This is an optimization exercise on Yosys and OpenROAD, whose aim is small area, a short achievable clock period and few clock cycles per item, not a production implementation. Only simulation tests tie the RTL to the original design; equivalence was not proved.

**flow/run.sh**
```bash
#!/bin/bash
# Layout flow: the standard flow (standard.sh) unchanged, with two
# settings for the layout steps passed through the environment:
#  - the buffers that every input and output port gets are buf_4 cells
#    (the default choice is a slow delay-buffer cell);
set -euo pipefail
export BUFFER_PORTS_ARGS="-buffer_cell sky130_fd_sc_hd__buf_4"
export SETUP_SLACK_MARGIN=20.5
bash standard.sh synth > synth.log 2>&1
bash standard.sh finish > layout.log 2>&1
```
**standard.sh**
```bash
#!/bin/bash
# synth_recipe.tcl (not shown) runs the flow's synth.tcl, then flattens the netlist and writes it again
# the make line also repeats each setting of config.mk as NAME=value (left out here)
make -C /OpenROAD-flow-scripts/flow DESIGN_CONFIG=/design/flow/config.mk WORK_HOME=/design/flow/orfs CLKGATE_MAP_FILE= SYNTH_SCRIPT=/design/flow/synth_recipe.tcl "${@:-finish}"
```
**config.mk**
```make
export PLATFORM = sky130hd
export DESIGN_NAME = cq32_block
export DESIGN_NICKNAME = cq32_block
export VERILOG_FILES = /design/flow/design.v
export SDC_FILE = /design/flow/constraint.sdc
export NUM_CORES = 4
export LEC_CHECK = 0
export CAP_MARGIN = 20
export CORE_MARGIN = 2
export CORE_UTILIZATION = 50
export PLACE_DENSITY = 0.65
export SLEW_MARGIN = 20
```
**constraint.sdc**
```tcl
create_clock -name core_clock -period 28.0 [get_ports {clk}]
set_input_delay 5.6000 -clock core_clock [delete_from_list [all_inputs] [get_ports {clk}]]
set_output_delay 5.6000 -clock core_clock [all_outputs]
set_load 0.01 [all_outputs]
```
**design.v**
```verilog
module cq32_block (
    input  wire        clk,
    input  wire        rst,         
    input  wire        coef_we,
    input  wire [2:0]  coef_addr,
    input  wire [37:0] coef_data,   
    input  wire        clr,         
    input  wire        in_valid,
    output wire        in_ready,
    input  wire [1:0]  in_mode,     
    input  wire [31:0] in_x,
    output reg         out_valid,
    output reg  [31:0] out_y,
    output reg         out_acc_sat,
    output reg  [1:0]  out_sat
);
    localparam MODE_PI = 2'd0, MODE_PID = 2'd1, MODE_BQ = 2'd2, MODE_SAT = 2'd3;
    localparam OP_SIG = 3'd0, OP_Y = 3'd1, OP_S1 = 3'd2, OP_ONE = 3'd3, OP_YF = 3'd4, OP_S1F = 3'd5;
    localparam I_ZERO = 3'd0, I_S0 = 3'd1, I_S1 = 3'd2, I_R = 3'd3, I_Q = 3'd4;
    localparam F_NONE = 4'd0, F_Y = 4'd1, F_YLIM = 4'd2, F_S0LIM = 4'd3,
               F_S0SAT = 4'd4, F_S1SAT = 4'd5, F_QLD = 4'd6, F_LLD = 4'd7,
               F_HLD = 4'd8;
    reg signed [31:0] cval [0:7];
    reg        [5:0]  cshf [0:7];
    reg signed [47:0] s0, s1;
    reg signed [31:0] s2;           
    always @(posedge clk) begin
        if (coef_we) begin
            cval[coef_addr] <= coef_data[31:0];
            cshf[coef_addr] <= coef_data[37:32];
        end
    end
    reg signed [79:0] q;
    reg signed [47:0] hreg;
    reg               l_gt_h;
    reg               lim_v;
    reg [1:0]         lim_m;
    reg        av;         
    reg        st;         
    reg [2:0]  e;          
    reg [1:0]  am;
    reg signed [31:0] ax;
    reg [1:0]  lastm;      
    reg        mv, xv, fv;
    reg [48:0] m_opnd;     
    reg [48:0] m_opnd_n;   
    reg [2:0]  m_init;
    reg [3:0]  m_f;
    reg        m_first, m_last;
    reg [5:0]  m_k;
    reg [15:0] b_neg, b_one, b_two;      
    reg [2:0]  x_init;
    reg [5:0]  x_k;
    reg [3:0]  x_f;
    reg        x_first, x_last;
    reg [3:0]  f_f;
    reg        f_first, f_last;
    wire need_fill  = (am != MODE_BQ) && !(lim_v && lim_m == am);
    wire pipe_empty = !mv && !xv && !fv;
    wire can_start  = need_fill ? pipe_empty : (pipe_empty || lastm == am);
    wire issue      = av && (st || can_start);
    wire [2:0] e_cur = st ? e : (need_fill ? 3'd0 : 3'd2);
    reg [2:0] d_op;
    reg       d_dx;       
    reg       d_neg;      
    reg [2:0] d_coef;
    reg       d_one;      
    reg [2:0] d_init;
    reg [3:0] d_f;
    reg       d_first, d_last;
    always @* begin
        d_op = OP_SIG; d_dx = 1'b0; d_neg = 1'b0; d_coef = 3'd0; d_one = 1'b0;
        d_init = I_ZERO; d_f = F_NONE; d_first = 1'b0; d_last = 1'b0;
        if (e_cur == 3'd0) begin
            d_op = OP_ONE; d_f = F_LLD;
            d_coef = (am == MODE_PI) ? 3'd4 : (am == MODE_PID) ? 3'd6 : 3'd1;
        end else if (e_cur == 3'd1) begin
            d_op = OP_ONE; d_f = F_HLD;
            d_coef = (am == MODE_PI) ? 3'd3 : (am == MODE_PID) ? 3'd5 : 3'd0;
        end else begin
            case (am)
            MODE_PI: case (e_cur)
                3'd2:    begin d_coef = 3'd1; d_init = I_S0; d_f = F_S0LIM; d_first = 1'b1; end
                default: begin d_coef = 3'd0; d_init = I_S0; d_f = F_Y; d_last = 1'b1; end
            endcase
            MODE_PID: case (e_cur)
                3'd2:    begin d_dx = 1'b1;   d_coef = 3'd2; d_init = I_ZERO; d_first = 1'b1; end
                3'd3:    begin d_op = OP_S1;  d_coef = 3'd3; d_init = I_R;  d_f = F_S1SAT; end
                3'd4:    begin                d_coef = 3'd1; d_init = I_S0; d_f = F_S0LIM; end
                3'd5:    begin                d_coef = 3'd0; d_init = I_S0; end
                default: begin d_op = OP_S1F; d_coef = 3'd7; d_init = I_R;  d_f = F_Y; d_last = 1'b1; end
            endcase
            MODE_BQ: case (e_cur)
                3'd2:    begin                d_coef = 3'd0; d_init = I_S0; d_f = F_Y; d_first = 1'b1; end
                3'd3:    begin                d_coef = 3'd2; d_init = I_ZERO; d_f = F_QLD; end
                3'd4:    begin                d_coef = 3'd1; d_init = I_S1; end
                3'd5:    begin d_op = OP_YF; d_neg = 1'b1; d_coef = 3'd3; d_init = I_R; d_f = F_S0SAT; end
                default: begin d_op = OP_Y; d_neg = 1'b1; d_coef = 3'd4; d_init = I_Q; d_f = F_S1SAT; d_last = 1'b1; end
            endcase
            default: begin d_one = 1'b1; d_f = F_YLIM; d_first = 1'b1; d_last = 1'b1; end
            endcase
        end
    end
    wire issue_last = issue && d_last;
    reg  in_ready_r, rdy_n;
    assign in_ready = in_ready_r;
    wire rdy      = !rdy_n;
    wire acc_in   = in_valid && rdy;
    wire av_na    = av && !issue_last;
    wire st_na    = issue ? !d_last : st;
    wire [2:0] e_na = issue ? e_cur + 3'd1 : e;
    wire pe_n     = !issue && !mv && !xv;
    wire [1:0] lastm_n = issue ? am : lastm;
    wire lim_v_n  = coef_we ? 1'b0 : (issue && am == MODE_BQ) ? 1'b0 :
                    (issue && e_cur == 3'd0) ? 1'b1 : lim_v;
    wire [1:0] lim_m_n = (issue && e_cur == 3'd0) ? am : lim_m;
    wire sat_go_n = lim_v_n && lim_m_n == MODE_SAT && (pe_n || lastm_n == MODE_SAT);
    wire [2:0] last_e = (am == MODE_PI) ? 3'd3 : (am == MODE_SAT) ? 3'd2 : 3'd6;
    wire rdy_noacc = !av_na ? 1'b1 : st_na ? (e_na == last_e) : (am == MODE_SAT && sat_go_n);
    wire rdy_acc   = sat_go_n;    
    wire signed [31:0] cvv = d_one ? 32'sd1 : cval[d_coef];
    wire        [5:0]  ckk = d_one ? 6'd0   : cshf[d_coef];
    wire        [32:0] cb  = {cvv, 1'b0};
    reg  [15:0] dn, d1, d2;
    integer bi;
    always @* begin
        for (bi = 0; bi < 16; bi = bi + 1) begin
            d1[bi] = cb[2*bi+1] ^ cb[2*bi];
            d2[bi] = (cb[2*bi+2] & ~cb[2*bi+1] & ~cb[2*bi]) | (~cb[2*bi+2] & cb[2*bi+1] & cb[2*bi]);
            dn[bi] = (cb[2*bi+2] & ~(cb[2*bi+1] & cb[2*bi])) ^ d_neg;
        end
    end
    wire signed [32:0] dx = {ax[31], ax} - {s2[31], s2};
    reg  [48:0] d_opnd;
    wire [49:0] a50 = {m_opnd[48], m_opnd};
    wire [50:0] a51 = {a50, 1'b0};
    wire [49:0] b50 = ~{m_opnd_n[48], m_opnd_n};
    wire [50:0] b51 = {b50, 1'b0};
    reg  [79:0] rows [0:15];
    reg  [79:0] negs;
    integer ri;
    always @* begin
        negs = 80'd0;
        for (ri = 0; ri < 16; ri = ri + 1) begin
            rows[ri] = 80'd0;
            if (ri < 8)
                rows[ri][2*ri +: 50] = (({50{b_one[ri]}} & a50) | ({50{b_two[ri]}} & a51[49:0])) ^ {50{b_neg[ri]}};
            else
                rows[ri][2*ri +: 50] = (({50{b_one[ri]}} & b50) | ({50{b_two[ri]}} & b51[49:0])) ^ {50{b_neg[ri]}};
            rows[ri][2*ri+49]    = ~rows[ri][2*ri+49];
            negs[2*ri]           = b_neg[ri];
        end
    end
    function [79:0] sext_const;
        input dummy;
        integer i;
        reg [79:0] c;
        begin
            c = 80'd0;
            for (i = 0; i < 16; i = i + 1) c = c - (80'd1 << (49 + 2*i));
            sext_const = c;
        end
    endfunction
    wire [79:0] prod = rows[0] + rows[1] + rows[2] + rows[3] + rows[4] + rows[5] + rows[6] + rows[7]
                     + rows[8] + rows[9] + rows[10] + rows[11] + rows[12] + rows[13] + rows[14] + rows[15]
                     + negs + sext_const(1'b0);
    reg signed [79:0] p;
    wire signed [79:0] t = p >>> x_k;
    reg  signed [80:0] init;
    reg  signed [80:0] r;
    always @* begin
        case (x_init)
            I_S0:    init = {{33{s0[47]}}, s0};
            I_S1:    init = {{33{s1[47]}}, s1};
            I_R:     init = r;
            I_Q:     init = {q[79], q};
            default: init = 81'sd0;
        endcase
    end
    wire signed [80:0] sum = init + {t[79], t};
    wire        r_neg  = r[80];
    wire        r_c    = r[15] & (~r_neg | (r[14:0] != 15'd0));
    wire        r_yhi  = ~r_neg & ((r[79:47] != 33'd0) | (r[46:15] == 32'hffffffff));
    wire        r_ylo  = $signed(r) <= -$signed({2'b00, 79'h8000_0000_8000});
    wire [31:0] r_y    = r[47:16] + {31'd0, r_c};
    wire        l_neg  = q[47];
    wire        l_c    = q[15] & (~l_neg | (q[14:0] != 15'd0));
    wire        l_yhi  = ~l_neg & (q[46:15] == 32'hffffffff);
    wire        l_ylo  = 1'b0;    
    wire [31:0] l_y    = q[47:16] + {31'd0, l_c};
    wire        h_neg  = hreg[47];
    wire        h_c    = hreg[15] & (~h_neg | (hreg[14:0] != 15'd0));
    wire        h_yhi  = ~h_neg & (hreg[46:15] == 32'hffffffff);
    wire        h_ylo  = 1'b0;    
    wire [31:0] h_y    = hreg[47:16] + {31'd0, h_c};
    wire        r_in48 = (r[80:47] == 34'd0) || (r[80:47] == {34{1'b1}});
    wire        gt_h   = r_in48 ? ($signed(r[47:0]) > $signed(hreg))    : !r[80];
    wire        lt_l   = r_in48 ? ($signed(r[47:0]) < $signed(q[47:0])) :  r[80];
    wire        sel_h  = gt_h | l_gt_h;
    wire        sel_l  = ~sel_h & lt_l;
    wire [47:0] limv   = sel_h ? hreg : sel_l ? q[47:0] : r[47:0];
    wire        y_hi   = (f_f == F_YLIM) ? (sel_h ? h_yhi : sel_l ? l_yhi : r_yhi) : r_yhi;
    wire        y_lo   = (f_f == F_YLIM) ? (sel_h ? h_ylo : sel_l ? l_ylo : r_ylo) : r_ylo;
    wire [31:0] y_rnd  = (f_f == F_YLIM) ? (sel_h ? h_y : sel_l ? l_y : r_y) : r_y;
    wire [31:0] y_val  = y_hi ? 32'h7fffffff : y_lo ? 32'h80000000 : y_rnd;
    wire        acc_sat = (r[80] != r[79]) || (r == {2'b11, 79'd0});
    wire        st_hi  = !r[80] && (r[79:47] != 33'd0);
    wire        st_lo  =  r[80] && (r[79:47] != {33{1'b1}});
    wire [47:0] st_val = st_hi ? 48'h7fffffffffff : st_lo ? 48'h800000000000 : r[47:0];
    reg         acc_sat_r;
    reg  [1:0]  sat_cnt;
    reg         f_accs, f_sat;
    always @* begin
        f_accs = 1'b0; f_sat = 1'b0;
        case (f_f)
            F_Y:              begin f_accs = acc_sat; f_sat = y_hi || y_lo; end
            F_YLIM:           begin f_sat = y_hi || y_lo; end
            F_S0SAT, F_S1SAT: begin f_accs = acc_sat; f_sat = st_hi || st_lo; end
            default: ;
        endcase
    end
    wire        accs_tot = (f_first ? 1'b0 : acc_sat_r) | f_accs;
    wire [1:0]  sat_tot  = (f_first ? 2'd0 : sat_cnt) + {1'b0, f_sat};
    always @* begin
        case (d_op)
            OP_SIG:  d_opnd = {(d_dx ? dx : {ax[31], ax}), 16'd0};
            OP_Y:    d_opnd = {out_y[31], out_y, 16'd0};
            OP_YF:   d_opnd = {y_val[31], y_val, 16'd0};
            OP_S1:   d_opnd = {s1[47], s1};
            OP_S1F:  d_opnd = {st_val[47], st_val};
            default: d_opnd = 49'd65536;
        endcase
    end
    always @(posedge clk) begin
        m_init <= d_init; m_f <= d_f;
        m_first <= d_first; m_last <= d_last; m_k <= ckk;
        m_opnd   <= d_opnd;
        m_opnd_n <= ~d_opnd;
        b_neg <= dn; b_one <= d1; b_two <= d2;
        p <= prod;
        x_k <= m_k; x_init <= m_init;
        x_first <= m_first;
        r <= sum;
        f_first <= x_first;
        if (rdy) begin
            am <= in_mode; ax <= in_x;
        end
        if (fv) begin
            case (f_f)
                F_Y, F_YLIM: out_y <= y_val;
                F_QLD, F_LLD: q <= r[79:0];
                F_HLD: begin hreg <= r[47:0]; l_gt_h <= lt_l; end    
                default: ;
            endcase
        end
        acc_sat_r   <= accs_tot;
        sat_cnt     <= sat_tot;
        out_acc_sat <= accs_tot;
        out_sat     <= sat_tot;
        if (rst) begin
            av <= 1'b0; st <= 1'b0; e <= 3'd0;
            mv <= 1'b0; xv <= 1'b0; fv <= 1'b0;
            x_f <= F_NONE; f_f <= F_NONE; x_last <= 1'b0; f_last <= 1'b0;
            out_valid <= 1'b0;
            in_ready_r <= 1'b1;
            rdy_n      <= 1'b0;
            lim_v <= 1'b0;
        end else begin
            if (coef_we) lim_v <= 1'b0;
            if (issue) begin
                lastm <= am;
                if (e_cur == 3'd0) begin lim_v <= !coef_we; lim_m <= am; end
                if (am == MODE_BQ) lim_v <= 1'b0;
                st <= !d_last;
                e  <= e_cur + 3'd1;
            end
            if (issue_last) av <= 1'b0;
            if (acc_in) begin
                av <= 1'b1; st <= 1'b0;
            end
            in_ready_r <=   acc_in ? (in_mode == MODE_SAT && rdy_acc) : rdy_noacc;
            rdy_n      <= !(acc_in ? (in_mode == MODE_SAT && rdy_acc) : rdy_noacc);
            mv <= issue;
            xv <= mv; x_f <= mv ? m_f : F_NONE; x_last <= mv && m_last;
            fv <= xv; f_f <= x_f; f_last <= x_last;
            out_valid <= fv && f_last;
        end
    end
    reg s_clr;
    always @(posedge clk) begin
        s_clr <= rst || clr;
        if (s_clr) begin
            s0 <= 48'd0; s1 <= 48'd0; s2 <= 32'd0;
        end else begin
            if (fv) begin
                case (f_f)
                    F_S0LIM: s0 <= limv;
                    F_S0SAT: s0 <= st_val;
                    F_S1SAT: s1 <= st_val;
                    default: ;
                endcase
            end
            if (issue && d_last && am == MODE_PID) s2 <= ax;
        end
    end
endmodule
```
==> flow_metrics.tcl, run 1 <==
set metrics [dict create \
    worstHoldPathType "reg -> reg" \
    drive_above_1_share_pct 9.17 \
    n_fill_cell 15859 \
    maxSlewViolCount 0 \
    clk_pin_slew_ps 70 \
    synth_cells 9666 \
    cts.sinks 990 \
    drv_cap 0 \
    numCtsBuffers 111 \
    core_region_area_sq_um 178000 \
    area_growth_pct 8.06 \
    drt_pre_antenna_iters 8 \
    post-place-ws_ps 19690 \
    instances_no_fill 11739 \
    synth_area_per_cell_sq_um 9.23 \
    grt_use_total_pct 35.7 \
    hp-start "m_k[2]$_SDFF_PP0_" \
    dp_hpwl_um 233000 \
    start_util_pct 50.2 \
    hold-path-cell-count 0 \
    worstSetupPathType "reg -> reg" \
    hold_violations 0 \
    ys_ff_latch 990 \
    wl_per_cell_um 28.2 \
    num_vias 76193 \
    clockRootBuffer "clkbuf_16" \
    drtIter0Drc 9908 \
    globalplace.congestion 1.02 \
    rr_worst_depth 26 \
    status "finished clean" \
    fmax_mhz 135 \
    grt_pass1_wl_um 487000 \
    vias_per_cell 6.49 \
    drc 0 \
    reg2reg_slack_ps 20610 \
    htreeDepth 3 \
    endpoint_kind "register" \
    syn-cell-area_sq_um 89200 \
    synth_cell_type_count 104 \
    async_reset_ff_share_pct 0 \
    slew-limit-headroom_pct 12.4 \
    antenna_found_initial 14 \
    pin_count 117 \
    hold_end "x_k[2]$_DFF_P_" \
    nNetsFinal 10514 \
    setup_ws_ps 20610 \
    grt_overflow_total 0 \
    die_h_um 426 \
    ff_latch_area_sq_um 25000 \
    yosysSeqAreaShare_pct 27.9 \
    start_kind "register" \
    synth_ff_type "edfxtp_1" \
    timing.hold.ws_ps 328 \
    rows 155 \
    port_buffers 116 \
    cts_buffer_depth 3 \
    r2r-start "b_two[14]$_DFF_P_" \
    path_max_fanout 49 \
    clock_latency_ps 830 \
    fin_skew_ps 80.1 \
    worstPathArrival_ps 8100 \
    worst_pin_slew_ps 1310 \
    r2r-end "p[75]$_DFF_P_" \
    yosys_warnings 2 \
    multi_input_area_sq_um 58200 \
    synth_edf_count 503 \
    totalWireLength_um 331000 \
    required_ps 28720 \
    dieWidth_um 426 \
    rsz0062_at_grt "true" \
    fin_crit_sh_pct 26.4 \
    cts_tree "built" \
    grt_max_degree 87 \
    synthesis.nets 10903 \
    first_global_vias 74616 \
    setup_viol 0 \
    ant_nets 0 \
    setup_tns_ps 0 \
    fin_crit_ps 7390 \
    dp.cells 11491 \
    dieArea_sq_um 182000 \
]
==> routing by layer <==
layer / vias to the layer above / track usage, % / share of wire [%]
met5: - / 0.556 / 0.057
met4: 10 / 19.6 / 6.4
met3: 1069 / 9.05 / 12
met2: 5007 / 52.6 / 43
met1: 37259 / 47.9 / 39
li1: 32848 / - / -
==> layout make-up <==
type	instances	share of cell area [%]
Antenna cell	8	0.0208
Clock buffer	145	3.23
Clock inverter	67	0.908
Inverter	910	3.57
Multi-Input combinational cell	6956	60.4
Sequential cell	990	26.0
Tap cell	2355	3.06
Timing Repair Buffer	305	2.83
Timing Repair inverter	3	0.0234
==> layout by cell type (no fill, tap or decap), types with 61 or more instances in the layout <==
cell and count:
inv_1 896, nand2_1 860, xnor2_1 674, fa_1 660, a22oi_1 534, edfxtp_1 503, ha_1 493, nor2_1 473
xor2_1 406, o22ai_1 391, dfxtp_1 377, o21ai_0 370, a21oi_1 361, nand3_1 253, buf_4 249, mux2i_1 180
a21o_1 156, clkbuf_16 116, dfxtp_2 87, nand4_1 82, nor3_1 81, mux4_2 76, and3_1 69, a31oi_1 67
mux2_2 61, nor2b_1 61
==> state kept, by name, summed over array words and instances, names as in the netlist, 48 cells and up <==
name / flops
hreg: 48
s0: 48
cshf: 48
p: 80
cval: 256
r: 81
q: 80
s1: 48
m_opnd: 49
m_opnd_n: 49
==> worst max path at each step <==
stage	from	endpoint	cells past startpoint
finish	b_two[14]$_DFF_P_	p[75]$_DFF_P_	26
global placement	b_neg[2]$_DFF_P_	p[78]$_DFF_P_	24
floorplan	coef_addr[1]	cshf[1][0]$_DFFE_PP_	2
detailed placement	b_neg[11]$_DFF_P_	p[78]$_DFF_P_	22
global route	b_one[2]$_DFF_P_	p[75]$_DFF_P_	23
CTS	b_neg[11]$_DFF_P_	p[78]$_DFF_P_	22
==> logic make-up (layout without fill, tap and decap cells) <==
family | Yosys count | count (layout) | share of synthesized area (%)
AO/OA/AOI/OAI | 2290 | 2290 | 17.0
AND/OR/NAND/NOR | 2110 | 2110 | 10.7
buffers and inverters | 1720 | 1430 | 7.32
adder cells (fa/ha/maj) | 1157 | 1157 | 21.8
XOR/XNOR | 1081 | 1081 | 10.6
flip-flops | 990 | 990 | 27.9
multiplexers | 318 | 318 | 4.72
other | 0 | 8 | 0
==> metrics by stage <==
stage	cell area, sq um	util (%)
after floorplan	89200	-
after global placement	91400	51.4
after detailed placement	91400	51.4
after CTS	95900	54.0
after global routing	96400	54.2
final	96400	54.2
==> repair_timing <==
| item | in CTS | in global routing |
|---|---|---|
| gates resized for setup | 136 | 107 |
| endpoints found under the setup margin | 28 | 40 |
| pin swaps | 0 | 3 |
| buffers inserted | 13 | 12 |
| cloned | 3 | 0 |
| hold buffers | 0 | 0 |
==> worst max-delay path: stages, from the launching register on <==
cell and delay (ps):
dfxtp_1 300, inv_1 70, buf_8 370, o22ai_1 180
xor2_1 210, fa_1 560, inv_1 60, fa_1 540
inv_1 60, fa_1 520, inv_1 70, fa_1 560
fa_1 430, fa_1 500, inv_1 40, ha_1 440
a21oi_1 280, o21ai_0 240, a21oi_1 250, o21ai_1 100
o21ai_2 120, o21ai_1 120, o211ai_1 250, a31oi_1 210
or2_2 370, a41oi_1 270, xnor2_1 150
==> cells in the mapped netlist, types with 85 or more instances <==
library cell,instances,area (sq um)
xnor2_1,675,5910
dfxtp_1,487,9750
nand3_1,256,1280
mux2i_1,180,1800
nor3_1,85,425
edfxtp_1,503,15100
a22oi_1,534,4010
clkbuf_1,666,2500
fa_1,660,13200
buf_1,102,383
a21oi_1,364,1820
o21ai_0,381,1910
a21o_1,156,1170
inv_1,903,3390
nor2_1,486,1820
o22ai_1,391,2450
ha_1,497,6220
xor2_1,406,3560
nand2_1,861,3230
Testbench counts, summed over its fixed seeds: cycles 13,072, items 3,072.
==> run 2: changes to the inputs <==
--- a/flow/run.sh
+++ b/flow/run.sh
@@ -7,3 +7,3 @@
 export BUFFER_PORTS_ARGS="-buffer_cell sky130_fd_sc_hd__buf_4"
-export SETUP_SLACK_MARGIN=20.5
+export SETUP_SLACK_MARGIN=21.0
 bash standard.sh synth > synth.log 2>&1
==> run 2 against run 1 <==
- clock-buffer cell count increased by 6
- via count increased by 1.7%
- critical path depth decreased by 25
- largest cell class unchanged
- sequential share of layout area decreased by 0.65 points
- fmax increased by 3.1%
- register-to-register slack improved by 450 ps
- first-iteration DRC count increased by 11%
- utilization increased by 1.5 points
- highest routed layer unchanged
- still clean
- non-clock buffer count increased by 108
- critical path type is now reg -> out
==> flow_metrics.tcl, run 2 <==
set metrics [dict create \
    crit_buf_inv 1 \
    fin_crit_ps 7160 \
    reg_top3 "cval: 256 flops, r: 81 flops" \
    synth_top_cell_by_area "edfxtp_1" \
    synth_area_leaders "edfxtp_1 (17%), fa_1 (15%), dfxtp_1 (11%)" \
    synthMostInstantiatedCell "inv_1" \
    path_delay_family "flip-flops" \
    required_ps 22400 \
    worst_path_max_delay_cell "edfxtp_1" \
    synth_cell_type_count 104 \
    num_vias 77519 \
    cts.sinks 990 \
    maxSlewViolCount 0 \
    synth_top_area_share_pct 16.9 \
    area_growth_pct 11.0 \
    numCtsBuffers 111 \
    fmax_mhz 140 \
    fin_crit_sh_pct 25.6 \
    yosysSeqAreaShare_pct 27.9 \
    htreeDepth 3 \
    final_cell_mix "inv_1 (884), nand2_1 (856), xnor2_1 (669), fa_1 (647), a22oi_1 (534)" \
    synth_area_per_cell_sq_um 9.23 \
    cp_slowest_stage_delay_ps 550 \
    utilization_pct 55.7 \
    critPathLaunch "out_y[23]$_DFFE_PP_" \
    synth_ff_type "edfxtp_1" \
    drc 0 \
    drv_cap 0 \
    start_util_pct 50.2 \
    regMostFlops "cval" \
    synth_common_cells "inv_1 (903), nand2_1 (861), xnor2_1 (675)" \
    path_max_fanout 2 \
    cts_tree "built" \
    antenna_found_initial 18 \
    synth_cells 9666 \
    drtIter0Drc 11043 \
    pin_count 117 \
    yosys_warnings 2 \
    start_kind "register" \
    port_buffers 116 \
    hp-start "m_k[5]$_SDFF_PP0_" \
    setup_tns_ps 0 \
    rows 155 \
    hold_violations 0 \
    dieWidth_um 426 \
    clock_latency_ps 820 \
    ant_nets 0 \
    globalplace.congestion 1.04 \
    totalWireLength_um 347000 \
    grt_use_total_pct 37.2 \
    cts_buffer_depth 3 \
    vias_per_cell 6.54 \
    nNetsFinal 10622 \
    clockRootBuffer "clkbuf_16" \
    syn-cell-area_sq_um 89200 \
    final_common_cell "inv_1" \
    grt_overflow_total 0 \
    drt_pre_antenna_iters 13 \
    slew-limit-headroom_pct 17.8 \
    synthesis.nets 10903 \
    core_region_area_sq_um 178000 \
    endpoint_kind "output pin" \
    synth_edf_count 503 \
    n_fill_cell 15604 \
    grt_pass1_wl_um 503000 \
    status "finished clean" \
    wl_per_cell_um 29.3 \
    grt_max_degree 91 \
    clk_pin_slew_ps 60 \
    r2r-start "m_opnd_n[23]$_DFF_P_" \
    setup_viol 0 \
    first_global_vias 75095 \
    rsz0062_at_grt "true" \
    worst_pin_slew_ps 1220 \
    largest_reg_flops 256 \
    worstSetupPathType "reg -> out" \
    async_reset_ff_share_pct 0 \
    die_h_um 426 \
    dp_hpwl_um 236000 \
    dieArea_sq_um 182000 \
    worstPathArrival_ps 1560 \
    crit_chain "buf_6" \
    fin_skew_ps 81.2 \
    worstHoldPathType "reg -> reg" \
    drive_above_1_share_pct 11.8 \
    ys_ff_latch 990 \
]
[run 2: cell counts after synthesis]
Identical to the previous run, type by type.
[run 2: cell families (layout without fill, tap and decap cells)]
logic type,count (synthesis),after routing,share of synthesized area [%]
compound gates,2290,2290,17.0
xor+xnor,1081,1081,10.6
fa+ha+maj,1157,1157,21.8
buf+inv,1720,1537,7.32
flops,990,990,27.9
mux,318,318,4.72
other cells,0,12,0
simple gates,2110,2110,10.7
[run 2: what timing repair did]
item / 4_1_cts / 5_1_grt
setup endpoints to repair: 88 / 70
cloned: 18 / 5
gates resized for setup: 347 / 192
setup buffers: 77 / 35
pin swaps: 22 / 64
hold buffers: 0 / 0
[run 2: worst paths after layout]
kind / end / slack (ps) / depth (start not counted)
worst min register to register: x_k[5]$_DFF_P_ / 300 / 0
worst max register to register: p[78]$_DFF_P_ / 21060 / 25
worst min-delay path: x_k[5]$_DFF_P_ / 300 / 0
worst max-delay path: out_y[23] / 20840 / 1
[run 2: layout make-up]
| class | count | area [sq um] | share of cell area [%] |
|---|---|---|---|
| well taps | 2355 | 2950 | 2.98 |
| inverters | 910 | 3470 | 3.51 |
| flip-flops and latches | 990 | 25100 | 25.3 |
| repair inverters | 3 | 17.5 | 0.0177 |
| diodes | 12 | 30.0 | 0.0303 |
| multi-input cells | 6956 | 59200 | 59.8 |
| repair buffers | 413 | 4430 | 4.48 |
| clock inverters | 60 | 671 | 0.677 |
| clock buffers | 151 | 3200 | 3.23 |
[run 2: stage by stage]
step           std cells  hold WS (ps)  setup WS [ps]  area (sq um)
3_5_place_dp       11491           316          19650         91500
6_report           11850           301          20840         99000
2_1_floorplan       9666           310          20810         89300
4_1_cts            11797           300          20850         97800
5_1_grt            11838           308          20810         99000
3_3_place_gp       11490           315          19730         91500
[run 2: routing by layer]
metal	part of all wire, %	global-route usage, %	routed length (um)
met5	0.097	0.106	335
met4	7.1	20.9	24500
met3	13	12.5	44800
met2	41	53.3	143000
met1	39	49.1	134000
==> run 3: changes to the inputs <==
--- a/config.mk
+++ b/config.mk
@@ -10,2 +10,4 @@
 export CORE_UTILIZATION = 50
+export CTS_CLUSTER_DIAMETER = 80
+export CTS_CLUSTER_SIZE = 24
 export PLACE_DENSITY = 0.65
==> run 3 against run 2 <==
- fmax up 1.0%
- critical path depth unchanged
- clock-buffer cell count down 67
- die area unchanged
- utilization down 0.58 points
==> flow_metrics.tcl, run 3 <==
set metrics [dict create \
    maxSlewViolCount 0 \
    synth_edf_count 503 \
    rsz0062_at_grt "true" \
    globalplace.congestion 1.04 \
    wl_per_cell_um 29.6 \
    worst_pin_slew_ps 1210 \
    final_common_cell "inv_1" \
    antenna_found_initial 27 \
    synth_common_cells "inv_1 (903), nand2_1 (861), xnor2_1 (675)" \
    clk_pin_slew_ps 100 \
    start_kind "register" \
    required_ps 22400 \
    grt_overflow_total 0 \
    dieArea_sq_um 182000 \
    worstHoldPathType "reg -> reg" \
    synth_top_area_share_pct 16.9 \
    synth_ff_type "edfxtp_1" \
    cp_slowest_stage_delay_ps 540 \
    synth_area_leaders "edfxtp_1 (17%), fa_1 (15%), dfxtp_1 (11%)" \
    drive_above_1_share_pct 11.3 \
    port_buffers 116 \
    drv_cap 0 \
    dieWidth_um 426 \
    async_reset_ff_share_pct 0 \
    worstPathArrival_ps 1490 \
    regMostFlops "cval" \
    first_global_vias 74780 \
    slew-limit-headroom_pct 18.0 \
    num_vias 77275 \
    grt_pass1_wl_um 500000 \
    hold_violations 0 \
    synth_area_per_cell_sq_um 9.23 \
    synthesis.nets 10903 \
    worstSetupPathType "reg -> out" \
    synth_cell_type_count 104 \
    crit_chain "buf_6" \
    cts_tree "built" \
    path_delay_family "flip-flops" \
    clock_latency_ps 770 \
    yosysSeqAreaShare_pct 27.9 \
    rows 155 \
    setup_viol 0 \
    area_growth_pct 9.82 \
    postPlaceCellArea_sq_um 91500 \
    nNetsFinal 10572 \
    path_max_fanout 2 \
    setup_tns_ps 0 \
    synth_cells 9666 \
    synthMostInstantiatedCell "inv_1" \
    totalWireLength_um 348000 \
    final_cell_mix "inv_1 (883), nand2_1 (856), xnor2_1 (667), fa_1 (648), a22oi_1 (534)" \
    fin_crit_sh_pct 25.3 \
    drt_pre_antenna_iters 13 \
    numCtsBuffers 75 \
    status "finished clean" \
    grt_max_degree 91 \
    drtIter0Drc 10877 \
    drc 0 \
    fin_skew_ps 45.2 \
    core_region_area_sq_um 178000 \
    fmax_mhz 141 \
    ant_nets 0 \
    dp_hpwl_um 236000 \
    start_util_pct 50.2 \
    grt_use_total_pct 37.0 \
    final_cell_area_sq_um 98000 \
    clockRootBuffer "clkbuf_16" \
    cts.sinks 990 \
    synth_top_cell_by_area "edfxtp_1" \
    vias_per_cell 6.57 \
    yosys_warnings 2 \
    timing.hold.ws_ps 340 \
    cts_buffer_depth 3 \
    ctsHoldBuffers 0 \
    endpoint_kind "output pin" \
    htreeDepth 3 \
    syn-cell-area_sq_um 89200 \
    reg_top3 "cval: 256 flops, r: 81 flops" \
    largest_reg_flops 256 \
    die_h_um 426 \
    fin_crit_ps 7090 \
    ys_ff_latch 990 \
    crit_buf_inv 1 \
    worst_path_max_delay_cell "edfxtp_1" \
    pin_count 117 \
]
run 3: cells by family after synthesis:
logic type	count (synthesis)	share of synthesized area [%]
compound gates	2290	17.0
simple gates	2110	10.7
buf+inv	1720	7.32
fa+ha+maj	1157	21.8
xor+xnor	1081	10.6
flops	990	27.9
mux	318	4.72
run 3: layout make-up:
| cell class | count | area, sq um |
|---|---|---|
| fillers | 15681 | 79900 |
| multi-input cells | 6956 | 59300 |
| flip-flops and latches | 990 | 25100 |
| repair buffers | 399 | 4340 |
| inverters | 910 | 3470 |
| well taps | 2355 | 2950 |
| clock buffers | 84 | 1920 |
| clock inverters | 54 | 881 |
| diodes | 11 | 27.5 |
| repair inverters | 3 | 17.5 |
run 3: layer usage:
metal	part of all wire (%)	up-vias	track usage, %
li1	-	32940	-
met1	38	37703	48.7
met2	41	5249	52.9
met5	0.12	-	0.344
met3	13	1349	12.5
met4	7.2	34	21.3
run 3: final timing paths:
path | depth (start not counted) | slack (ps) | end | startpoint
worst max-delay path | 1 | 20910 | out_y[18] | out_y[18]$_DFFE_PP_
worst min-delay path | 0 | 340 | x_k[3]$_DFF_P_ | m_k[3]$_SDFF_PP0_
worst max register to register | 24 | 21070 | p[73]$_DFF_P_ | b_one[10]$_DFF_P_
worst min register to register | 0 | 340 | x_k[3]$_DFF_P_ | m_k[3]$_SDFF_PP0_
run 3: through the flow:
step | util (%) | worst slack [ps] | instances
final | 55.1 | 20910 | 11762
after global routing | 55.1 | 20850 | 11752
after CTS | 54.3 | 20890 | 11711
after detailed placement | 51.4 | 19650 | 11491
after global placement | 51.4 | 19730 | 11490
after floorplan | - | 20810 | 9666
run 3: timing repair:
action / in CTS / in global routing
resized for setup: 354 / 215
setup endpoints to repair: 91 / 74
gates cloned: 17 / 9
pin swaps: 21 / 77
setup buffers: 65 / 30
==> run 4: changes to the inputs <==
--- a/flow/run.sh
+++ b/flow/run.sh
@@ -7,3 +7,3 @@
 export BUFFER_PORTS_ARGS="-buffer_cell sky130_fd_sc_hd__buf_4"
-export SETUP_SLACK_MARGIN=21.0
+export SETUP_SLACK_MARGIN=20.5
 bash standard.sh synth > synth.log 2>&1
==> run 4 against run 3 <==
- fmax down 4.6%
- final cell count down 0.73%
- first-iteration DRC count is 12% lower
- register-to-register slack worse by 500 ps
- synthesized cell count is the same
- worst setup slack got worse by 340 ps
- critical path depth rose by 21
- still clean on timing, DRC and antenna
==> flow_metrics.tcl, run 4 <==
set metrics [dict create \
    status "finished clean" \
    synth_compound_gate_area_share_pct 17.0 \
    numCtsBuffers 78 \
    worstHoldPathType "reg -> reg" \
    ctsHoldBuffers 0 \
    worstSetupPathType "reg -> reg" \
    port_buffers 116 \
    dp.cells 11491 \
    drtIter0Drc 9520 \
    totalWireLength_um 331000 \
    final_common_cell "inv_1" \
    largest_reg_flops 256 \
    grt_use_total_pct 35.5 \
    cts_tree "built" \
    async_reset_ff_share_pct 0 \
    setup_tns_ps 0 \
    core_region_area_sq_um 178000 \
    fmax_mhz 135 \
    worst_pin_slew_ps 1170 \
    crit_chain "buf_4, buf_6, xnor2_1, fa_1, fa_1, fa_1, fa_1, fa_1, inv_1, fa_1, inv_1, ha_2, nand2_1, nor4_2, nor4b_2, o21ai_1, a211oi_2, a211oi_2, buf_4, nor4_2, o221a_2, xor2_1" \
    dp_hpwl_um 233000 \
    area_growth_pct 6.99 \
    instances_no_fill 11676 \
    drv_cap 0 \
    synth_top_cell_by_area "edfxtp_1" \
    path_delay_family "adder cells" \
    synth_top_area_share_pct 16.9 \
    clockRootBuffer "clkbuf_16" \
    synth_cell_type_count 104 \
    synth_top_family_by_area "adder cells" \
    path_max_fanout 20 \
    synth_cells 9666 \
    nNetsFinal 10496 \
    synth_area_per_cell_sq_um 9.23 \
    reg_top3 "cval: 256 flops, r: 81 flops" \
    synthMostInstantiatedCell "inv_1" \
    drc 0 \
    start_kind "register" \
    clk_pin_slew_ps 100 \
    syn-cell-area_sq_um 89200 \
    ant_nets 0 \
    cts_buffer_depth 3 \
    final_cell_area_sq_um 95500 \
    fin_crit_sh_pct 26.5 \
    cts.sinks 990 \
    synth_area_leaders "edfxtp_1 (17%), fa_1 (15%), dfxtp_1 (11%)" \
    synth_common_cells "inv_1 (903), nand2_1 (861), xnor2_1 (675)" \
    synth_ff_type "edfxtp_1" \
    grt_max_degree 87 \
    synthesis.nets 10903 \
    rows 155 \
    first_global_vias 74023 \
    antenna_found_initial 14 \
    worst_path_max_delay_cell "fa_1" \
    drt_pre_antenna_iters 7 \
    regMostFlops "cval" \
    final_cell_mix "inv_1 (895), nand2_1 (861), xnor2_1 (674), fa_1 (660), a22oi_1 (534)" \
    synthSimpleGateAreaFrac_pct 10.7 \
    vias_per_cell 6.49 \
    crit_buf_inv 5 \
    wl_per_cell_um 28.3 \
    endpoint_kind "register" \
    ys_ff_latch 990 \
    start_util_pct 50.2 \
    yosysSeqAreaShare_pct 27.9 \
    required_ps 28710 \
    die_h_um 426 \
    yosys_warnings 2 \
    dieWidth_um 426 \
    synth-xor-area-share_pct 10.6 \
    num_vias 75720 \
    pin_count 117 \
    maxSlewViolCount 0 \
    synth_adder_area_share_pct 21.8 \
    dieArea_sq_um 182000 \
    drive_above_1_share_pct 8.78 \
    slew-limit-headroom_pct 20.9 \
    synth_mux_area_share_pct 4.72 \
    cp_slowest_stage_delay_ps 590 \
    clock_latency_ps 790 \
    worst_path_most_repeated_cell "fa_1" \
    globalplace.congestion 1.02 \
    fin_skew_ps 65.8 \
    fin_crit_ps 7430 \
    worstPathArrival_ps 8140 \
    grt_pass1_wl_um 484000 \
    postPlaceCellArea_sq_um 91400 \
    rsz0062_at_grt "true" \
    grt_overflow_total 0 \
    synth_edf_count 503 \
    setup_viol 0 \
    htreeDepth 3 \
    hold_violations 0 \
]
[run 4: cell count changes in the layout (fill, tap and decap cells not counted), sizes merged]
| cell | change |
|---|---|
| diode | -8 |
| bufinv | -2 |
| clkinv | -12 |
| inv | +14 |
| buf | -65 |
| bufbuf | -8 |
| clkinvlp | -2 |
| clkbuf | -3 |
[run 4: final timing paths]
path	startpoint	endpoint	slack [ps]	cells after the start
max	b_neg[2]$_DFF_P_	p[78]$_DFF_P_	20570	22
min	m_k[2]$_SDFF_PP0_	x_k[2]$_DFF_P_	330	0
max reg2reg	b_neg[2]$_DFF_P_	p[78]$_DFF_P_	20570	22
min reg2reg	m_k[2]$_SDFF_PP0_	x_k[2]$_DFF_P_	330	0
[run 4: cell type report]
class,count,area (sq um)
fillers,15917,82400
multi-input cells,6956,58200
flip-flops and latches,990,25100
inverters,910,3440
well taps,2355,2950
repair buffers,319,2920
clock buffers,88,2080
clock inverters,51,776
repair inverters,4,27.5
diodes,3,7.51
[run 4: kinds of logic (layout without fill, tap and decap cells)]
| logic type | count (synthesis) | after routing |
|---|---|---|
| and+or+nand+nor | 2110 | 2110 |
| xor gates and xnor gates | 1081 | 1081 |
| other | 0 | 3 |
| adders and majority gates | 1157 | 1157 |
| AOI/OAI and AO/OA | 2290 | 2290 |
| buffers and inverters | 1720 | 1372 |
| DFF | 990 | 990 |
| muxes | 318 | 318 |
[run 4: worst reg2reg max path: cells and delay by family, from the launching register on]
family	cells	cell delay, ps
xor gates and xnor gates	2	300
adders and majority gates	7	3620
AOI/OAI and AO/OA	4	930
and+or+nand+nor	4	1140
buffers and inverters	5	1080
DFF	1	310
[run 4: timing repair]
| action | CTS | global route |
|---|---|---|
| pin swaps | 1 | 2 |
| buffers inserted | 17 | 19 |
| gates resized for setup | 148 | 106 |
| gates cloned | 3 | 3 |
| endpoints found under the setup margin | 29 | 41 |
[run 4: per-stage QoR]
step | util, % | worst slack, ps | hold WS (ps)
2_1_floorplan | - | 20150 | 310
3_3_place_gp | 51.4 | 19760 | 314
3_5_place_dp | 51.4 | 19690 | 312
4_1_cts | 53.4 | 20450 | 331
5_1_grt | 53.7 | 20410 | 349
6_report | 53.7 | 20570 | 332
[run 4: metal layers]
layer | up-vias | wire [um] | track usage [%]
met2 | 4825 | 140000 | 52.3
li1 | 32806 | - | -
met4 | 12 | 21600 | 19.3
met5 | - | 210 | 0.556
met3 | 1056 | 38200 | 8.73
met1 | 37021 | 131000 | 47.9
==> run 5: changes to the inputs <==
--- a/design.v
+++ b/design.v
@@ -24,2 +24,3 @@
     reg        [5:0]  cshf [0:7];
+    reg        [31:0] y_r;          
     reg signed [47:0] s0, s1;
@@ -226,3 +227,3 @@
             OP_SIG:  d_opnd = {(d_dx ? dx : {ax[31], ax}), 16'd0};
-            OP_Y:    d_opnd = {out_y[31], out_y, 16'd0};
+            OP_Y:    d_opnd = {y_r[31], y_r, 16'd0};
             OP_YF:   d_opnd = {y_val[31], y_val, 16'd0};
@@ -249,3 +250,3 @@
             case (f_f)
-                F_Y, F_YLIM: out_y <= y_val;
+                F_Y, F_YLIM: y_r <= y_val;
                 F_QLD, F_LLD: q <= r[79:0];
@@ -255,2 +256,3 @@
         end
+        out_y       <= (f_f == F_Y || f_f == F_YLIM) ? y_val : y_r;
         acc_sat_r   <= accs_tot;
--- a/flow/run.sh
+++ b/flow/run.sh
@@ -7,3 +7,3 @@
 export BUFFER_PORTS_ARGS="-buffer_cell sky130_fd_sc_hd__buf_4"
-export SETUP_SLACK_MARGIN=20.5
+export SETUP_SLACK_MARGIN=21.0
 bash standard.sh synth > synth.log 2>&1
==> run 5 against run 4 <==
- clock skew is essentially flat
- critical path depth up 2
- register-to-register slack improved by 220 ps
- global-route usage down 0.22 points
- routed wire length up 0.90%
- worst hold slack improved by 3.5 ps
- sequential cell count increased by 32
- synthesized area rose by 0.50%
- synthesized cell count fell by 3.4%
- critical endpoint is now p[77]$_DFF_P_
- largest cell class unchanged
- highest routed layer unchanged
==> flow_metrics.tcl, run 5 <==
set metrics [dict create \
    fmax_mhz 139 \
    setup_viol 0 \
    wl_per_cell_um 29.0 \
    drt_pre_antenna_iters 7 \
    syn-cell-area_sq_um 89700 \
    synth_area_per_cell_sq_um 9.61 \
    cts.sinks 1022 \
    die_h_um 427 \
    pin_count 117 \
    dieArea_sq_um 183000 \
    drtIter0Drc 9951 \
    status "finished clean" \
    htreeDepth 3 \
    r2r-start "b_two[8]$_DFF_P_" \
    required_ps 28680 \
    crit_chain "clkinvlp_4, buf_12, o22ai_4, xor2_2, fa_1, inv_1, fa_1, inv_1, fa_1, fa_1, fa_1, ha_4, ha_4, o21ai_2, a221oi_2, o2111ai_1, a21o_1, a311o_1, o311a_4, o31a_1, o21ai_4, a31oi_4, a311o_1, xnor2_1" \
    vias_per_cell 6.56 \
    largest_reg_flops 256 \
    synthMostInstantiatedCell "inv_1" \
    cts_buffer_depth 3 \
    worstSetupPathType "reg -> reg" \
    path_max_fanout 9 \
    regMostFlops "cval" \
    met2_usage_pct 51.5 \
    clk_pin_slew_ps 100 \
    worstPathArrival_ps 7890 \
    async_reset_ff_share_pct 0 \
    utilization_pct 55.6 \
    synth_cells 9333 \
    drv_cap 0 \
    hold_violations 0 \
    critPathLaunch "b_two[8]$_DFF_P_" \
    grt_max_degree 97 \
    grt_pass1_wl_um 482000 \
    start_kind "register" \
    fin_crit_ps 7220 \
    fin_skew_ps 65.7 \
    hold-path-cell-count 0 \
    clock_latency_ps 780 \
    slew-limit-headroom_pct 12.9 \
    drc 0 \
    worst_pin_slew_ps 1290 \
    synth_area_leaders "edfxtp_1 (17%), fa_1 (15%), dfxtp_1 (12%)" \
    clockRootBuffer "clkbuf_16" \
    reg_top3 "cval: 256 flops, r: 81 flops" \
    num_vias 75423 \
    start_util_pct 50.3 \
    worst_path_max_delay_cell "fa_1" \
    maxSlewViolCount 0 \
    rows 155 \
    synthesis.nets 10570 \
    endpoint_kind "register" \
    use_met1_pct 47.4 \
    first_global_vias 72864 \
    synth_common_cells "inv_1 (938), xnor2_1 (676), clkbuf_1 (664)" \
    yosys_warnings 2 \
    hold_end "x_init[2]$_DFF_P_" \
    reg2reg_slack_ps 20780 \
    setup_tns_ps 0 \
    worst_path_most_repeated_cell "fa_1" \
    synth_ff_type "dfxtp_1" \
    synth_top_cell_by_area "edfxtp_1" \
    numCtsBuffers 76 \
    area_growth_pct 10.5 \
    synth_cell_type_count 82 \
    cts_tree "built" \
    nNetsFinal 10321 \
    port_buffers 116 \
    fin_crit_sh_pct 25.8 \
    synth_top_area_share_pct 16.8 \
    worstHoldPathType "reg -> reg" \
    grt_overflow_total 0 \
    rr_worst_depth 24 \
    grtUsageMet3_pct 11.1 \
    totalWireLength_um 334000 \
    hp-start "m_init[2]$_SDFF_PP0_" \
    dieWidth_um 427 \
    ant_nets 0 \
    cp_slowest_stage_delay_ps 560 \
    yosysSeqAreaShare_pct 28.4 \
    core_region_area_sq_um 178000 \
    ys_ff_latch 1022 \
    grt_use_total_pct 35.3 \
    synth_edf_count 503 \
    r2r-end "p[77]$_DFF_P_" \
    antenna_found_initial 16 \
    dp_hpwl_um 236000 \
    final_cell_mix "inv_1 (903), xnor2_1 (657), fa_1 (636), nand2_1 (570), a22oi_1 (511)" \
    rsz0062_at_grt "true" \
    ctsHoldBuffers 0 \
    globalplace.congestion 1.04 \
    grt-busiest-layer "met2" \
    final_common_cell "inv_1" \
    drive_above_1_share_pct 14.3 \
]
## run 5: cell types whose count changed after synthesis, moves of 34 or more
cell	delta
a21oi_1	+68
inv_1	+35
a211oi_1	+34
mux4_2	+76
nand2_1	-283
nand3_1	-147
mux2_2	+59
## run 5: how the worst max path moves through the flow
stage / endpoint / slack, ps / depth (start not counted)
global route: p[73]$_DFF_P_ / 20630 / 27
CTS: p[78]$_DFF_P_ / 20940 / 26
finish: p[77]$_DFF_P_ / 20780 / 24
floorplan: cshf[0][0]$_DFFE_PP_ / 20830 / 2
global placement: p[74]$_DFF_P_ / 19450 / 25
detailed placement: p[74]$_DFF_P_ / 19280 / 25
## run 5: area by class of cell
class                           count  area (sq um)
Fill cell                       15241         79100
Antenna cell                        4          10.0
Sequential cell                  1022         25800
Clock buffer                       86          2000
Multi-Input combinational cell   6588         59700
Tap cell                         2355          2950
Timing Repair Buffer              442          4430
Clock inverter                     47           628
Inverter                          944          3590
Timing Repair inverter             10          72.6
## run 5: critical path: cells and delay by family, from the launching register on
kind	cells	cell delay, ps
xor+xnor	2	270
flops	1	370
fa+ha+maj	7	3110
buf+inv	4	550
compound gates	11	2840
## run 5: cell families (layout without fill, tap and decap cells)
family	count (synthesis)	in the layout	synth area share (%)
compound gates	2335	2335	17.0
other cells	0	4	0
buf+inv	1723	1529	7.24
simple gates	1591	1591	8.04
fa+ha+maj	1157	1157	21.7
xor+xnor	1083	1083	10.6
mux	422	422	7.00
flops	1022	1022	28.4
## run 5: per-stage QoR
stage	instances	hold slack [ps]	instance area, sq um	worst slack, ps
floorplan	9333	310	89800	20830
global placement	11189	313	92100	19450
detailed placement	11192	312	92100	19280
CTS	11424	334	97100	20940
global route	11494	344	99100	20630
finish	11498	335	99100	20780
## run 5: routing by layer
| layer | routed length, um | share of wire (%) |
|---|---|---|
| met1 | 131000 | 39 |
| met2 | 140000 | 42 |
| met3 | 43100 | 13 |
| met4 | 20600 | 6.2 |
| met5 | 111 | 0.033 |
## run 5: what timing repair did
action	in CTS	in global routing
pin swaps	42	89
resized for setup	368	274
cloned	18	7
buffers inserted	81	63
endpoints found under the setup margin	58	49
Testbench counts of run 5, summed over its fixed seeds: cycles 13,072, items 3,072.

## separate check: timing with driven ports
The flow's constraints put no driver on any port. The routed layouts listed below were extracted and timed again, unchanged, in two steps.
Step 1, drivers: a clkbuf_16 drives clk and a buf_2 each remaining input, both assumed.
Step 2 adds t to the input delays and takes it off the output delays; t is the mean of the earliest and latest rising clock arrival at the registers after step 1. Input paths then give back, and output paths get back, about the clock's delay inside the block.
Three values: ideal, step 1, step 2; two values: the first two.
run	t (ns)	setup slack, ns	worst setup path at the end
run 1	0.879	20.614 / 20.614 / 20.614	register to register
run 2	0.871	20.837 / 20.744 / 20.499	input to register
run 3	0.833	20.911 / 20.826 / 20.510	input to register
run 4	0.840	20.569 / 20.569 / 20.569	register to register
run 5	0.844	20.784 / 20.784 / 20.784	register to register
After both steps setup and hold are still met in every run listed. For run 3, which loses most, drivers alone change the setup slack by -0.085 ns; drivers and shift together by -0.401 ns.
